From an optimization exercise on the open Yosys and OpenROAD flow, aimed at small area, a short achievable clock period and few clock cycles per item; shortcuts taken in it are not production practice.
In this exercise RTL edits were held to simulation tests only and were not proved equivalent to the original.
Power figures rest on the tool's default switching activity, not on a simulated workload.

== before ==
Design t4_block_enc, start of the top module:
module t4_block_enc (
    input  wire         clk,
    input  wire         rst,           
    input  wire         in_valid,
    output wire         in_ready,
    input  wire [63:0]  in_data,       
    input  wire         in_sat,        
    output wire         out_valid,
    input  wire         out_ready,
    output wire [15:0]  out_header,    
    output wire [127:0] out_codes,     
    output wire         out_flush,     
    output wire [5:0]   out_clipped    
);
    function [5:0] ceilf;
        input [5:0] p;
        input [4:0] m;
        input       st;
        input [5:0] k;
        reg signed [7:0] sh;
        reg [4:0] mq;
        reg       rnz;
        begin
            sh = $signed({2'b00, k}) + 8'sd4 - $signed({2'b00, p});
            if (sh < 0) begin
                ceilf = 6'd63;
            end else if (sh >= 5) begin
                ceilf = {5'd0, (|m) | st};
            end else begin
                mq  = m >> sh[2:0];
                rnz = st | (|(m & ~(5'h1f << sh[2:0])));
                ceilf = {1'b0, mq} + {5'd0, rnz};
            end
        end
    endfunction
    function [5:0] ceils;
        input [4:0] m;
        input       st;
        input [2:0] sh;
        begin
            if (sh >= 3'd5) ceils = {5'd0, (|m) | st};
            else ceils = {1'b0, m >> sh} + {5'd0, st | (|(m & ~(5'h1f << sh)))};
        end
    endfunction
    function [6:0] magf;
        input [10:0] ent;     
        input [5:0]  km1;     
        reg signed [7:0] t;
        reg [4:0] w;
        begin
            t = $signed({2'b00, ent[9:4]}) - $signed({2'b00, km1});
            if (t < 0) w = 5'd0;
  ...
Size: ~1,000 flip-flops, roughly 220 I/O pins, about 0.052 mm^2 of cells after synthesis.
export LEC_CHECK = 0
export ABC_CLOCK_PERIOD_IN_PS = 3000
export CAP_MARGIN = 20
export CORE_MARGIN = 2
export CORE_UTILIZATION = 40
export PLACE_DENSITY = 0.6
export SLEW_MARGIN = 20
create_clock -name core_clock -period 14.0 [get_ports {clk}]
run.sh (not shown) runs the stock make flow with config.mk's settings and CLKGATE_MAP_FILE= SYNTH_SCRIPT=/design/flow/synth_recipe.tcl, a recipe that flattens the netlist after the stock synthesis.
before completed end to end with timing, DRC and antenna clean.
Testbench counts of before, summed over its fixed seeds: cycles 17,448, items 512.
[inputs] after vs before
Settings: removing ABC_CLOCK_PERIOD_IN_PS (formerly 3000).
Looking at after and before, the wire length of the first global-routing pass is a wash. after -> before: maximum root-to-sink buffer count delta 0, exact match. Delta (after minus before): synthesis-to-finish area growth ~0 delta, async set or reset register ratio after synthesis held steady. From after to before, count of clock tree sinks did not move at all.

========
Setup of the baseline:
t4_block_enc, a different RTL version from the one above (not shown whole).
Size in the first run: roughly 1000 flip-flops, ~220 I/O pins, roughly 0.061 mm^2 of cells after synthesis.
make LEC_CHECK=0 CAP_MARGIN=45 CORE_MARGIN=2 CORE_UTILIZATION=40 PLACE_DENSITY=0.6 SLEW_MARGIN=45 finish   # period 14.0 ns
Testbench counts of the baseline, summed over its fixed seeds: cycles 17,449, items 512.
The inputs of the candidate differ from those of the baseline as listed below.
- a change of SLEW_MARGIN from 45 to 75
- a change of CAP_MARGIN from 45 to 70
==> summary.txt <==
Capturing instance or port of the critical path: L[61] -> the candidate, L[57] -> the baseline
Changes observed in the candidate relative to the baseline: die area stayed essentially flat; fraction of area in non-clock buffers now sits higher; clock buffer instance count of the final layout decreased 2.6%; post-layout utilization of the core has increased.
Worst hold slack: the candidate vs the baseline up 0.017 ns

========
Setup of rev 12:
Starting RTL as in the previous note.
clock: 14.0 ns
lec_check: 0
cap_margin: 70
core_margin: 2
core_utilization: 40
place_density: 0.6
slew_margin: 70
Rev 12 | status: complete | timing, DRC, antenna: pass
Testbench counts of rev 12, summed over its fixed seeds: cycles 17,449, items 512.
Modified inputs, rev 13 compared to rev 12
- SLEW_MARGIN changed from 70 to 60
- CAP_MARGIN changed from 70 to 60
--- outcome ---
- Number of antenna violations at the first check in global routing ends up lower on rev 13.
- Worst clock skew: rev 13 vs rev 12 down 0.030 ns
- Delta(total vias in the final route, rev 13 - rev 12) < 0
- The setup slack of rev 13 is smaller than that of rev 12.
- Cell-internal power shrinks slightly when moving from rev 12 to rev 13.
- Cmp rev 13 vs rev 12: final hold slack higher in rev 13
- Number of instances on the worst hold path: rev 13 vs rev 12 identical
- [compare] base=rev 12 new=rev 13: final cell count without fillers decreased by 44 relative to the old numbers; die outline area now sits at about the same level; critical path depth rose 13.

static timing again, ports no longer ideal:
How much do the figures lean on ideal ports? The routed layouts below were timed once more, with nothing changed but the port constraints. Step 1 assumes that a clkbuf_16 drives the clock port and a buf_2 every other input. Step 2 times the ports against the registers' clock, not the clock port: input delays grow and output delays shrink by t, the midpoint of the rising clock arrivals with the driver on. Slacks: ideal / step 1 / step 2; pairs: ideal / step 1.
| run | t (ns) | setup slack, ns | worst data-port slew with drivers (ns) |
|---|---|---|---|
| before | 0.784 | 6.275 / 6.275 / 6.275 | 0.08 |
| after | 0.784 | 6.275 / 6.275 / 6.275 | 0.08 |
| the baseline | 0.826 | 9.070 / 9.070 / 9.070 | 0.16 |
| the candidate | 0.808 | 9.119 / 9.119 / 9.119 | 0.16 |
| rev 12 | 0.808 | 9.275 / 9.197 / 9.224 | 0.14 |
| rev 13 | 0.819 | 9.234 / 9.212 / 9.213 | 0.16 |
After both steps every run listed still meets setup and hold. For rev 12, which loses most, drivers alone change the setup slack by -0.078 ns; drivers and shift together by -0.051 ns.
